This is an optimization exercise on Yosys and OpenROAD, whose aim is small area and a short achievable clock period, not a production implementation. Only the layout flow was run in this run; the RTL was not checked for function there.

<file path="flow/config.mk">
export PLATFORM = sky130hd
export DESIGN_NAME = lmcol
export DESIGN_NICKNAME = lmcol
export VERILOG_FILES = /design/flow/design.v
export SDC_FILE = /design/flow/constraint.sdc
export NUM_CORES = 4
export LEC_CHECK = 0
export ABC_AREA = 1
export CAP_MARGIN = 40
export CORE_MARGIN = 2
export CORE_UTILIZATION = 40
export PLACE_DENSITY = 0.6
export SLEW_MARGIN = 40
</file>
<file path="flow/constraint.sdc">
create_clock -name core_clock -period 30.0 [get_ports {clk}]
set_input_delay 6.0000 -clock core_clock [delete_from_list [all_inputs] [get_ports {clk}]]
set_output_delay 6.0000 -clock core_clock [all_outputs]
set_load 0.01 [all_outputs]
</file>
<file path="flow/design.v">
module lmcol_cell (
    input  wire [7:0] a,
    input  wire [7:0] b,
    input  wire       on,
    output wire       live,
    output wire       nr,
    output wire       s,
    output wire [7:0] q
);
    wire a_nz = |a[6:0];                  
    wire b_nz = |b[6:0];
    assign nr   = on & ((a[7] & ~a_nz) | (b[7] & ~b_nz));
    assign live = on & a_nz & b_nz;
    assign s    = a[7] ^ b[7];
    assign q    = {1'b0, a[6:0]} + {1'b0, b[6:0]};
endmodule
module lmcol_max16 (
    input  wire [15:0] live,
    input  wire [95:0] n,               
    output wire [5:0]  mx
);
    function [2:0] enc8;                
        input [7:0] x;
        begin
            enc8[2] = |x[7:4];
            enc8[1] = x[7] | x[6] | (~x[5] & ~x[4] & (x[3] | x[2]));
            enc8[0] = x[7] | (~x[6] & x[5]) | (~x[6] & ~x[4] & x[3]) | (~x[6] & ~x[4] & ~x[2] & x[1]);
        end
    endfunction
    reg [7:0] hor, lor;
    reg [2:0] hm;
    integer i;
    always @* begin
        hor = 8'd0;
        for (i = 0; i < 16; i = i + 1)
            hor = hor | ({7'd0, live[i]} << n[6*i+3 +: 3]);
        hm  = enc8(hor);
        lor = 8'd0;
        for (i = 0; i < 16; i = i + 1)
            lor = lor | ({7'd0, live[i] & (n[6*i+3 +: 3] == hm)} << n[6*i +: 3]);
    end
    assign mx = {hm, enc8(lor)};
endmodule
module lmcol_term (
    input  wire       live,
    input  wire       s,
    input  wire [1:0] k,
    input  wire [5:0] d,
    input  wire [1:0] gl,
    output wire [37:0] t
);
    reg [11:0] dk;
    always @* begin
        case (k)
            2'd0:    dk = 12'd2048;
            2'd1:    dk = 12'd2435;
            2'd2:    dk = 12'd2896;
            default: dk = 12'd3444;
        endcase
    end
    wire signed [12:0] v  = s ? -$signed({1'b0, dk}) : $signed({1'b0, dk});
    wire signed [37:0] w  = {v, 25'd0};
    wire signed [37:0] al = w >>> d;
    wire        [37:0] tv = live ? {al[37:2], al[1] & ~gl[1], al[0] & ~gl[1] & ~gl[0]} : 38'd0;
    assign t = {~tv[37], tv[36:0]};
endmodule
module lmcol_csa16 (
    input  wire [607:0] in,             
    output wire [41:0]  x,
    output wire [41:0]  y
);
    function [83:0] fa;                 
        input [41:0] a, b, c;
        begin
            fa[41:0]  = a ^ b ^ c;
            fa[83:42] = {((a & b) | (a & c) | (b & c)), 1'b0};
        end
    endfunction
    wire [41:0] o [0:15];
    genvar gi;
    generate
        for (gi = 0; gi < 16; gi = gi + 1) begin : g_in
            assign o[gi] = {4'b0000, in[38*gi +: 38]};
        end
    endgenerate
    wire [83:0] a0 = fa(o[0], o[1], o[2]);
    wire [83:0] a1 = fa(o[3], o[4], o[5]);
    wire [83:0] a2 = fa(o[6], o[7], o[8]);
    wire [83:0] a3 = fa(o[9], o[10], o[11]);
    wire [83:0] a4 = fa(o[12], o[13], o[14]);
    wire [83:0] b0 = fa(a0[41:0], a0[83:42], a1[41:0]);
    wire [83:0] b1 = fa(a1[83:42], a2[41:0], a2[83:42]);
    wire [83:0] b2 = fa(a3[41:0], a3[83:42], a4[41:0]);
    wire [83:0] c0 = fa(b0[41:0], b0[83:42], b1[41:0]);
    wire [83:0] c1 = fa(b1[83:42], b2[41:0], b2[83:42]);
    wire [83:0] d0 = fa(c0[41:0], c0[83:42], c1[41:0]);
    wire [83:0] d1 = fa(c1[83:42], a4[83:42], o[15]);
    wire [83:0] e0 = fa(d0[41:0], d0[83:42], d1[41:0]);
    wire [83:0] f0 = fa(e0[41:0], e0[83:42], d1[83:42]);
    assign x = f0[41:0];
    assign y = f0[83:42];
endmodule
module lmcol_gnorm (
    input  wire [41:0] g,
    output wire [39:0] gn,
    output wire [5:0]  lz,
    output wire        gz
);
    wire [40:0] v = g[41:1] ^ g[40:0];     
    wire [6:0]  c;
    lmcol_lzc64 u_lzc (.x({v, 23'd1}), .n(c));    
    wire [41:0] sh = g << c[5:0];
    assign lz = c[5:0];
    assign gn = sh[41:2];
    assign gz = (g == 42'd0);
endmodule
module lmcol_lzc64 (
    input  wire [63:0] x,
    output wire [6:0]  n
);
    wire [63:0]  z0 = ~x;
    wire [31:0]  z1;  wire [31:0]  c1;
    wire [15:0]  z2;  wire [31:0]  c2;
    wire [7:0]   z3;  wire [23:0]  c3;
    wire [3:0]   z4;  wire [15:0]  c4;
    wire [1:0]   z5;  wire [9:0]   c5;
    wire         z6;  wire [5:0]   c6;
    genvar i;
    generate
        for (i = 0; i < 32; i = i + 1) begin : l1
            assign z1[i] = z0[2*i+1] & z0[2*i];
            assign c1[i] = z0[2*i+1];
        end
        for (i = 0; i < 16; i = i + 1) begin : l2
            assign z2[i] = z1[2*i+1] & z1[2*i];
            assign c2[2*i +: 2] = z1[2*i+1] ? {1'b1, c1[2*i]} : {1'b0, c1[2*i+1]};
        end
        for (i = 0; i < 8; i = i + 1) begin : l3
            assign z3[i] = z2[2*i+1] & z2[2*i];
            assign c3[3*i +: 3] = z2[2*i+1] ? {1'b1, c2[2*(2*i) +: 2]} : {1'b0, c2[2*(2*i+1) +: 2]};
        end
        for (i = 0; i < 4; i = i + 1) begin : l4
            assign z4[i] = z3[2*i+1] & z3[2*i];
            assign c4[4*i +: 4] = z3[2*i+1] ? {1'b1, c3[3*(2*i) +: 3]} : {1'b0, c3[3*(2*i+1) +: 3]};
        end
        for (i = 0; i < 2; i = i + 1) begin : l5
            assign z5[i] = z4[2*i+1] & z4[2*i];
            assign c5[5*i +: 5] = z4[2*i+1] ? {1'b1, c4[4*(2*i) +: 4]} : {1'b0, c4[4*(2*i+1) +: 4]};
        end
    endgenerate
    assign z6 = z5[1] & z5[0];
    assign c6 = z5[1] ? {1'b1, c5[4:0]} : {1'b0, c5[9:5]};
    assign n  = z6 ? 7'd64 : {1'b0, c6};
endmodule
module lmcol_tally (
    input  wire               t_nr,
    input  wire               t_satf,
    input  wire [7:0]         t_x,
    input  wire [39:0]        t_m,
    input  wire               t_z,       
    input  wire [7:0]         t_xe,      
    input  wire               g_v,       
    input  wire               g_nr,
    input  wire [39:0]        g_n,
    input  wire signed [10:0] g_t,       
    input  wire [7:0]         g_z86,     
    input  wire signed [9:0]  d_p,       
    input  wire [7:0]         t_xk,      
    input  wire               q_f,       
    input  wire               q_gz,      
    input  wire [5:0]         q_lz,      
    input  wire signed [9:0]  q_tb,      
    input  wire signed [9:0]  q_ctb,     
    output reg                n_nr,
    output reg                n_satf,
    output reg  [7:0]         n_x,
    output reg  [39:0]        n_m,
    output reg                n_z,
    output reg  signed [9:0]  n_dp       
);
    wire signed [12:0] tx2  = {5'd0, t_xe} + 13'sd2;
    wire signed [12:0] gt   = {{2{g_t[10]}}, g_t};
    wire               swp  = d_p[9];               
    wire signed [12:0] tmax = swp ? gt : tx2;        
    wire               nz0  = (d_p == 10'sd0);
    wire               near = nz0 | (d_p == 10'sd1) | (d_p == -10'sd1);
    wire [9:0]         dda  = swp ? ~d_p : d_p;
    wire [5:0]         dd   = (|dda[9:6]) ? 6'd63 : dda[5:0];
    wire [39:0]        opa  = swp ? g_n : t_m;
    wire [39:0]        opb  = swp ? t_m : g_n;
    wire [42:0] sn  = {opa[39], opa, 2'b00} + (nz0 ? {opb[39], opb, 2'b00} : {{2{opb[39]}}, opb, 1'b0});
    wire [41:0] vn   = sn[42:1] ^ sn[41:0];
    wire [63:0] mk   = (tmax > 13'sd42) ? 64'd0 : (64'd1 << (13'sd42 - tmax));    
    wire [6:0]  lzc;
    lmcol_lzc64 u_lzc (.x({vn | mk[41:0], 22'd0}), .n(lzc));
    reg  [43:0] sln;
    always @* begin
        sln = {sn, 1'b0};
        if (lzc[5]) sln = {sln[11:0], 32'd0};
        if (lzc[4]) sln = {sln[27:0], 16'd0};
        if (lzc[3]) sln = {sln[35:0], 8'd0};
        if (lzc[2]) sln = {sln[39:0], 4'd0};
        if (lzc[1]) sln = {sln[41:0], 2'd0};
        if (lzc[0]) sln = {sln[42:0], 1'd0};
    end
    wire [39:0] mmn  = sln[43:4];
    wire signed [12:0] lz13 = {7'd0, lzc[5:0]};
    wire signed [12:0] tm1 = tmax - 13'sd1;
    wire signed [12:0] tsm = tmax - 13'sd256;          
    wire signed [12:0] xn0 = tm1 - lz13;
    wire signed [12:0] xn1 = tmax - lz13;
    wire        negn = sn[42] & (&(~sn[41:0] | sn[42:1]));     
    wire        fixn = negn & ~mmn[38];
    reg [41:0] bs;
    reg        stk;
    always @* begin
        bs  = {opb[39], opb, 1'b0};
        stk = 1'b0;
        if (swp)   begin stk = stk | bs[0];       bs = {bs[41],       bs[41:1]};  end
        if (dd[0]) begin stk = stk | bs[0];       bs = {bs[41],       bs[41:1]};  end
        if (dd[1]) begin stk = stk | (|bs[1:0]);  bs = {{2{bs[41]}},  bs[41:2]};  end
        if (dd[2]) begin stk = stk | (|bs[3:0]);  bs = {{4{bs[41]}},  bs[41:4]};  end
        if (dd[3]) begin stk = stk | (|bs[7:0]);  bs = {{8{bs[41]}},  bs[41:8]};  end
        if (dd[4]) begin stk = stk | (|bs[15:0]); bs = {{16{bs[41]}}, bs[41:16]}; end
        if (dd[5]) begin stk = stk | (|bs[31:0]); bs = {{32{bs[41]}}, bs[41:32]}; end
    end
    wire [42:0] sf = {opa[39], opa, 2'b00} + {bs, stk};
    wire        f1  = sf[42] ^ sf[41];
    wire        f2  = ~f1 & ((sf[41] ^ sf[40]) | (tmax == 13'sd2));
    wire [39:0] mmf = f1 ? sf[42:3] : f2 ? sf[41:2] : sf[40:1];
    wire        negf = sf[42] & (&(~sf[41:0] | sf[42:1]));
    wire        fixf = negf & ~(f1 ? sf[41] : f2 ? sf[40] : sf[39]);
    wire signed [12:0] xc0 = tmax;
    wire signed [12:0] xc1 = tmax - 13'sd1;
    wire signed [12:0] xc2 = tmax - 13'sd2;
    wire signed [12:0] xc3 = tmax - 13'sd3;
    wire [1:0]  jf  = f1 ? (fixf ? 2'd0 : 2'd1) : f2 ? (fixf ? 2'd1 : 2'd2) : (fixf ? 2'd2 : 2'd3);
    wire signed [12:0] xfar = (jf == 2'd0) ? xc0 : (jf == 2'd1) ? xc1 : (jf == 2'd2) ? xc2 : xc3;
    wire        satf = (jf == 2'd0) ? (xc0 > 13'sd255) : (jf == 2'd1) ? (xc1 > 13'sd255) :
                       (jf == 2'd2) ? (xc2 > 13'sd255) : (xc3 > 13'sd255);
    wire        sneg = near ? sn[42] : sf[42];
    wire        sz   = near ? (sn == 43'd0) : (sf == 43'd0);
    wire [39:0] mm   = near ? mmn : mmf;
    wire        fix  = near ? fixn : fixf;
    wire signed [12:0] xs = near ? (fixn ? xn1 : xn0) : xfar;
    wire        satn0 = lz13 < tsm;
    wire        satn1 = lz13 <= tsm;
    wire        sat  = near ? (fixn ? satn1 : satn0) : satf;
    wire [39:0] ms   = fix ? {2'b11, 38'd0} : mm;
    wire hold = t_nr | g_nr | t_satf;
    always @* begin
        n_nr   = t_nr | g_nr;
        n_satf = t_satf;
        n_x    = t_x;
        n_m    = t_m;
        n_z    = t_z;
        if (!hold) begin
            if (sz) begin
                n_x = (t_xe > 8'd80 && (t_xe - 8'd80) > g_z86) ? (t_xe - 8'd80) : g_z86;
                n_m = 40'd0;
                n_z = 1'b1;
            end else if (sat) begin
                n_satf = 1'b1;
                n_x    = 8'd255;
                n_m    = sneg ? {20'h80000, 20'h00000} : {20'h7FFFF, 20'h00000};
                n_z    = 1'b0;
            end else begin
                n_x = xs[7:0];
                n_m = ms;
                n_z = 1'b0;
            end
        end
    end
    wire signed [9:0] lzq = {4'd0, q_lz};
    wire signed [9:0] lzn = {4'd0, lzc[5:0]};
    wire signed [9:0] t0  = tmax[9:0] - q_tb;         
    wire signed [9:0] b0  = t0 + lzq;                 
    wire signed [9:0] fp0 = b0 + 10'sd2, fp1 = b0 + 10'sd1, fp2 = b0, fp3 = b0 - 10'sd1;
    wire signed [9:0] fdp = (jf == 2'd0) ? fp0 : (jf == 2'd1) ? fp1 : (jf == 2'd2) ? fp2 : fp3;
    wire signed [9:0] ndp0 = fp1 - lzn, ndp1 = fp0 - lzn;
    wire signed [9:0] qc  = q_ctb + lzq;
    wire signed [9:0] kdp = qc + {2'd0, t_xk};
    always @* begin
        if (q_gz)
            n_dp = 10'sd511;
        else if (!g_v || hold || q_f)
            n_dp = q_f ? qc : kdp;
        else if (sz)
            n_dp = qc;
        else if (near)
            n_dp = fixn ? ndp1 : ndp0;
        else
            n_dp = fdp;
    end
endmodule
module lmcol (
    input  wire         clk,
    input  wire         rst,           
    input  wire         in_valid,
    input  wire         in_first,      
    input  wire [1:0]   in_gsel,       
    input  wire [127:0] in_a,          
    input  wire [127:0] in_b,          
    input  wire [7:0]   in_oa,         
    input  wire [7:0]   in_ob,         
    output wire         out_valid,
    output wire [49:0]  out_tally
);
    genvar gi;
    wire [15:0]  lane_on = (in_gsel == 2'd0) ? 16'h000F : (in_gsel == 2'd1) ? 16'h00FF : 16'hFFFF;
    wire [15:0]  c_live, c_nr, c_s;
    wire [127:0] c_q;
    generate
        for (gi = 0; gi < 16; gi = gi + 1) begin : g_cell
            lmcol_cell u_cell (
                .a(in_a[8*gi +: 8]), .b(in_b[8*gi +: 8]), .on(lane_on[gi]),
                .live(c_live[gi]), .nr(c_nr[gi]), .s(c_s[gi]), .q(c_q[8*gi +: 8]));
        end
    endgenerate
    reg         p1_v, p1_f, p1_nr;
    reg [1:0]   p1_gl;
    reg [7:0]   p1_oa, p1_ob;
    reg [15:0]  p1_live, p1_s;
    reg [127:0] p1_q;
    always @(posedge clk) begin
        p1_v    <= in_valid & ~rst;
        p1_f    <= in_first;
        p1_nr   <= |c_nr;
        p1_gl   <= in_gsel;
        p1_oa   <= in_oa;
        p1_ob   <= in_ob;
        p1_live <= c_live;
        p1_s    <= c_s;
        p1_q    <= c_q;
    end
    wire [95:0] p1_n;
    generate
        for (gi = 0; gi < 16; gi = gi + 1) begin : g_n
            assign p1_n[6*gi +: 6] = p1_q[8*gi+2 +: 6];
        end
    endgenerate
    wire [5:0] egu;
    lmcol_max16 u_max (.live(p1_live), .n(p1_n), .mx(egu));
    reg         p2_v, p2_f, p2_nr;
    reg [1:0]   p2_gl;
    reg [8:0]   p2_o;
    reg [5:0]   p2_eg;
    reg [15:0]  p2_live, p2_s;
    reg [127:0] p2_q;              
    wire [127:0] c_dk;
    generate
        for (gi = 0; gi < 16; gi = gi + 1) begin : g_d
            assign c_dk[8*gi +: 8] = {egu - p1_q[8*gi+2 +: 6], p1_q[8*gi +: 2]};
        end
    endgenerate
    always @(posedge clk) begin
        p2_v    <= p1_v & ~rst;
        p2_f    <= p1_f;
        p2_nr   <= p1_nr;
        p2_gl   <= p1_gl;
        p2_o    <= {p1_oa[7], p1_oa} + {p1_ob[7], p1_ob};
        p2_eg   <= egu;
        p2_live <= p1_live;
        p2_s    <= p1_s;
        p2_q    <= c_dk;
    end
    wire [607:0] terms;
    generate
        for (gi = 0; gi < 16; gi = gi + 1) begin : g_term
            wire [5:0] d = p2_q[8*gi+2 +: 6];
            lmcol_term u_term (.live(p2_live[gi]), .s(p2_s[gi]), .k(p2_q[8*gi +: 2]),
                               .d(d), .gl(p2_gl), .t(terms[38*gi +: 38]));
        end
    endgenerate
    wire [41:0] cs_x, cs_y;
    lmcol_csa16 u_csa (.in(terms), .x(cs_x), .y(cs_y));
    reg         p3_v, p3_f, p3_nr;
    reg [41:0]  p3_x, p3_y;
    reg [10:0]  p3_t, p3_ct;           
    reg [7:0]   p3_z86;
    wire [9:0]  e2   = {4'd0, p2_eg} + {p2_o[8], p2_o};    
    wire [9:0]  ug86 = e2 + {8'd0, p2_gl} + 10'd18;        
    always @(posedge clk) begin
        p3_v   <= p2_v & ~rst;
        p3_f   <= p2_f;
        p3_nr  <= p2_nr;
        p3_x   <= cs_x;
        p3_y   <= cs_y;
        p3_t   <= {e2[9], e2} + 11'sd102;
        p3_ct  <= -11'sd100 - {e2[9], e2};
        p3_z86 <= ug86[9] ? 8'd0 : ug86[7:0];
    end
    wire [41:0] gadd;
    assign gadd = p3_x + p3_y;
    wire [41:0] p3_gs = gadd ^ {1'b1, 41'd0};
    wire [40:0] gv  = p3_gs[41:1] ^ p3_gs[40:0];
    wire [6:0]  glzc;
    lmcol_lzc64 u_glz (.x({gv, 23'd1}), .n(glzc));    
    wire [5:0]  p3_lz = glzc[5:0];
    wire        p3_gz = (p3_gs == 42'd0);
    wire [41:0] gsh = p3_gs << p3_lz;
    wire [10:0] gt3 = p3_gz ? 11'h400 : (p3_t - {5'd0, p3_lz});
    reg         p4_v, p4_f, p4_nr;
    reg [39:0]  p4_gn;
    reg [10:0]  p4_gt;
    reg [7:0]   p4_z86;
    always @(posedge clk) begin
        p4_v   <= p3_v & ~rst;
        p4_f   <= p3_f;
        p4_nr  <= p3_nr;
        p4_gn  <= gsh[41:2];
        p4_gt  <= gt3;
        p4_z86 <= p3_gz ? 8'd0 : p3_z86;
    end
    reg         t_nr, t_satf, t_z;
    reg [7:0]   t_x, t_xe;
    reg [39:0]  t_m;
    reg [9:0]   d_p;
    wire        n_nr, n_satf, n_z;
    wire [7:0]  n_x;
    wire [39:0] n_m;
    wire [9:0]  n_dp;
    lmcol_tally u_tally (
        .t_nr   (t_nr   & ~p4_f),
        .t_satf (t_satf & ~p4_f),
        .t_x    (t_x    & {8{~p4_f}}),
        .t_m    (t_m    & {40{~p4_f}}),
        .t_z    (t_z    | p4_f),
        .t_xe   (t_xe   & {8{~p4_f}}),
        .g_v    (p4_v),
        .g_nr   (p4_nr),
        .g_n    (p4_gn),
        .g_t    (p4_gt),
        .g_z86  (p4_z86),
        .d_p    (d_p),
        .t_xk   (t_xe   & {8{~(p4_v & p4_f)}}),
        .q_f    (p3_f),
        .q_gz   (p3_gz),
        .q_lz   (p3_lz),
        .q_tb   (p3_t[9:0]),
        .q_ctb  (p3_ct[9:0]),
        .n_nr   (n_nr),
        .n_satf (n_satf),
        .n_x    (n_x),
        .n_m    (n_m),
        .n_z    (n_z),
        .n_dp   (n_dp)
    );
    reg o_v;
    always @(posedge clk) begin
        d_p <= n_dp;
        if (rst) begin
            o_v    <= 1'b0;
            t_nr   <= 1'b0;
            t_satf <= 1'b0;
            t_x    <= 8'd0;
            t_m    <= 40'd0;
            t_z    <= 1'b1;
            t_xe   <= 8'd0;
        end else begin
            o_v <= p4_v;
            if (p4_v) begin
                t_nr   <= n_nr;
                t_satf <= n_satf;
                t_x    <= n_x;
                t_m    <= n_m;
                t_z    <= n_z;
                t_xe   <= n_x & {8{~n_z}};
            end
        end
    end
    assign out_valid = o_v;
    assign out_tally = {t_nr, t_satf, t_x, t_m};
endmodule
</file>
<file path="flow/flow/run.sh">
#!/bin/bash
# Standard layout, with repair_timing asked for a setup margin so that it
# shortens the longest paths below the 30 ns period (the SDC is unchanged),
# and plain buffers (not delay cells) on the ports.
set -euo pipefail
export SETUP_SLACK_MARGIN=22.5
export TNS_END_PERCENT=100
export BUFFER_PORTS_ARGS="-buffer_cell sky130_fd_sc_hd__buf_2"
bash standard.sh > standard_make.log 2>&1
</file>
<file path="flow/standard.sh">
#!/bin/bash
# synth_recipe.tcl (not shown) runs the flow's synth.tcl, then flattens the netlist and writes it again
# the make line also repeats each setting of config.mk as NAME=value (left out here)
make -C /OpenROAD-flow-scripts/flow DESIGN_CONFIG=/design/flow/config.mk WORK_HOME=/design/flow/orfs CLKGATE_MAP_FILE= SYNTH_SCRIPT=/design/flow/synth_recipe.tcl "${@:-finish}"
</file>
==> summary.txt <==
Status
  • Outcome: complete, no violations

Timing
  • Final worst setup slack: 22.11 ns
  • Fmax: 0.127 GHz
  • RSZ-0062 raised after global routing: yes
  • Final Hold Fails: 0
  • Setup_tns: 0 ns
  • Clock skew: 0.0351 ns
  • Fin crit share: 26.3%
  • Slew HR: 22.4%
  • Post-route minimum period: 7.89 ns
  • Number of max-slew violations in the final report: 0
  • Worst slew pin tran: 1.15 ns
  • Final setup fails: 0

Routing
  • DRT antenna net count: 0
  • Post-Route WL: 382,000 um
  • DRC: 0
  • Via density: 5.65
  • Vias after detailed routing: 94,229
  • Iter 0 DRT Violations: 12,099
  • First-pass DRT Iterations: 12
  • Routed wire per std cell: 22.9 um

Synthesis
  • Yosys top cell area share: 14.5%
  • Area leader, netlist: nand2_1
  • Sequential fraction of the synthesis area: 14.3%
  • Warnings from Yosys: 5
  • Synth Instances: 13,443
  • Flops & latches, synth: 605
  • Netlist Area Pre-Place: 85,000 sq um
  • Synth Flop Type: dfxtp_1
  • Mean post-synth cell area: 6.32 sq um
  • Post-synth cell types: 80
  • Mapped Nets: 14,874
  • Top cells by area, synth: nand2_1, dfxtp_1, fa_1
  • Number of flops mapped to enable cells by yosys: 0
  • Asr flop ratio synth: 0%

Cells and area
  • Filler cells: 21,877
  • Post-layout util: 47.8%
  • Share of layout cells above drive strength 1: 14.5%
  • Layout Nets: 15,217
  • Area delta synth->final: 19.0%
  • FF/Latch Area: 12,200 sq um
  • Multi-input gate area: 68,700 sq um
  • Post-route cell area: 101,000 sq um
  • Most frequent cells in the layout: nand2_1, inv_1, o21ai_0, nor2_1, a21oi_1
  • Non-Filler Instances: 16,674
  • Commonest non-fill, non-tap cell in the layout: nand2_1

Min path
  • Hold_sp: p1_q[1]
  • Worst Hold End: p2_q[1]
  • Hold Crit Class: reg -> reg
  • Hold path depth: 0

CTS
  • Clock sink total: 605
  • Clock Latency Late Sink: 0.74 ns
  • Clk buf depth: 3
  • CTS tree: done
  • Cts bufs inserted: 77
  • Hold buffer count at CTS: 0
  • H-tree depth: 3
  • Worst-path clk slew: 0.07 ns
  • Clk root buf: clkbuf_16

Global route
  • Gr usage total: 33.6%
  • Initial antenna violation count: 19
  • Pin count of the biggest net entering global routing: 55
  • Vias in the first global route: 86,289
  • Congestion Overflow GR: 0
  • First-pass GRT wire length: 550,000 um

Worst setup path
  • Crit path DAT: 8.53 ns
  • CP startpoint: d_p[9]
  • CP startpoint kind: register
  • Kind of critical path: reg -> reg
  • Crit-path max cell delay: 0.75 ns
  • Reg2Reg Setup Slack: 22.11 ns
  • Critical path capture point type: register
  • Slowest-stage cell, CP: o21ai_1
  • R2R Path End: t_xe[7]
  • Critical R2R Launch: d_p[9]
  • Worst Path Required: 30.64 ns
  • CP max FO: 50
  • Depth of the most critical reg-to-reg path: 54
  • Worst path most repeated cell: nand2_1

Die
  • Std-Cell Core Area: 212,000 sq um
  • Chip Width: 465 um
  • Initial Utilization: 40.1%
  • Ports: 329
  • Die Area: 216,000 sq um
  • Die span in y: 465 um
  • # rows: 169

Placed design
  • Detail Placement HPWL: 306,000 um
  • I/O Buffers: 328
  • Worst slack, placed: 18.46 ns
  • RePlAce Congestion: 1.09
  • Placement Cell Area: 88,600 sq um
  • # placed instances: 16,081

Flow run
  • Max-cap violation count: 0
[sequential cells by signal, summed over array words and instances, names as in the netlist, 8 cells and up]
register	count
p1_s	16
p2_s	16
t_m	40
p1_q	128
p3_y	40
p4_gt	11
p1_ob	8
p2_live	16
p2_q	128
d_p	10
p1_oa	8
p3_z86	8
t_x	8
p3_x	41
p4_z86	8
p3_t	10
p1_live	16
t_xe	8
p3_ct	10
p4_gn	40
p2_o	9
[worst max-delay path: cells and delay by family, from the launching register on]
kind	cells	cell delay [ns]
and+or+nand+nor	33	3.09
AOI/OAI and AO/OA	7	1.67
buffers and inverters	10	1.46
adders and majority gates	3	0.92
DFF	1	0.41
xor gates and xnor gates	1	0.22
[per-layer routing]
| layer | global-route usage (%) | wire (um) | vias up |
|---|---|---|---|
| met4 | 19.6 | 27400 | 8 |
| met5 | 0 | 69 | - |
| li1 | - | - | 44909 |
| met2 | 51.1 | 160000 | 4957 |
| met3 | 6.11 | 37600 | 1059 |
| met1 | 44.5 | 156000 | 43296 |
[worst max path at each step]
stage / endpoint / slack (ns) / cells past startpoint
6_report: t_xe[7] / 22.11 / 54
5_1_grt: t_xe[7] / 21.76 / 61
4_1_cts: d_p[8] / 22.07 / 54
2_1_floorplan: d_p[8] / 22.50 / 55
3_3_place_gp: t_xe[7] / 18.60 / 54
3_5_place_dp: d_p[9] / 18.46 / 50
[through the flow]
stage / hold slack (ns)
final: 0.323
after global routing: 0.326
after CTS: 0.323
after detailed placement: 0.312
after global placement: 0.310
after floorplan: 0.310
[layout make-up]
class / instances / area share (%)
Antenna cell: 4 / 0.00990
Clock buffer: 89 / 2.03
Clock inverter: 53 / 0.808
Inverter: 1772 / 6.76
Multi-Input combinational cell: 10482 / 67.9
Sequential cell: 605 / 12.0
Tap cell: 2821 / 3.49
Timing Repair Buffer: 836 / 6.81
Timing Repair inverter: 12 / 0.110
[logic make-up after synthesis]
family	Yosys count	synth area share (%)
and+or+nand+nor	5617	27.6
AOI/OAI and AO/OA	3271	20.9
buffers and inverters	2362	10.6
adders and majority gates	1153	22.1
DFF	605	14.3
xor gates and xnor gates	393	4.09
muxes	42	0.506
[Yosys cell counts, types with 16 or more instances]
cell type,number
o31ai_1,21
mux2i_1,34
a21oi_1,1060
dfxtp_1,605
xnor2_1,82
xor2_1,307
nor4_1,99
buf_1,64
nor3_1,88
o2111ai_1,19
nand2_1,3272
o221ai_1,40
clkinv_1,33
o21ai_1,46
o22ai_1,22
ha_1,577
a21o_1,16
fa_1,576
nor2_1,1045
o21a_1,33
nand4_1,166
clkbuf_1,472
a211oi_1,21
o21ai_0,1624
or4_1,35
nand3_1,771
inv_1,1709
inv_2,28
buf_2,42
a31oi_1,123
o21bai_1,54
a221oi_1,16
a22oi_1,22
or2_2,61
o211ai_1,78
[what timing repair did]
item	4_1_cts	5_1_grt
setup endpoints to repair	103	75
gates resized for setup	706	673
buffers inserted	274	121
gates cloned	42	10
pin swaps	201	293

==> port drivers added, routing unchanged <==
Ports are ideal in the flow. The routed layout listed here was re-timed in OpenROAD. Step 1, drivers: a clkbuf_16 drives clk and a buf_2 each remaining input, both assumed. Step 2 times the ports against the registers' clock, not the clock port: input delays grow and output delays shrink by t, the midpoint of the rising clock arrivals with the driver on. Slacks: no drivers / after step 1 / after step 2; pairs: no drivers / after step 1.
t, ns: 0.811
setup slack, ns: 22.106 / 22.106 / 21.955
worst register clock-pin slew, ns: 0.07 / 0.07
After both steps this run still meets setup and hold. The setup slack of this run moves by 0.000 ns with the drivers and by -0.151 ns with both steps.
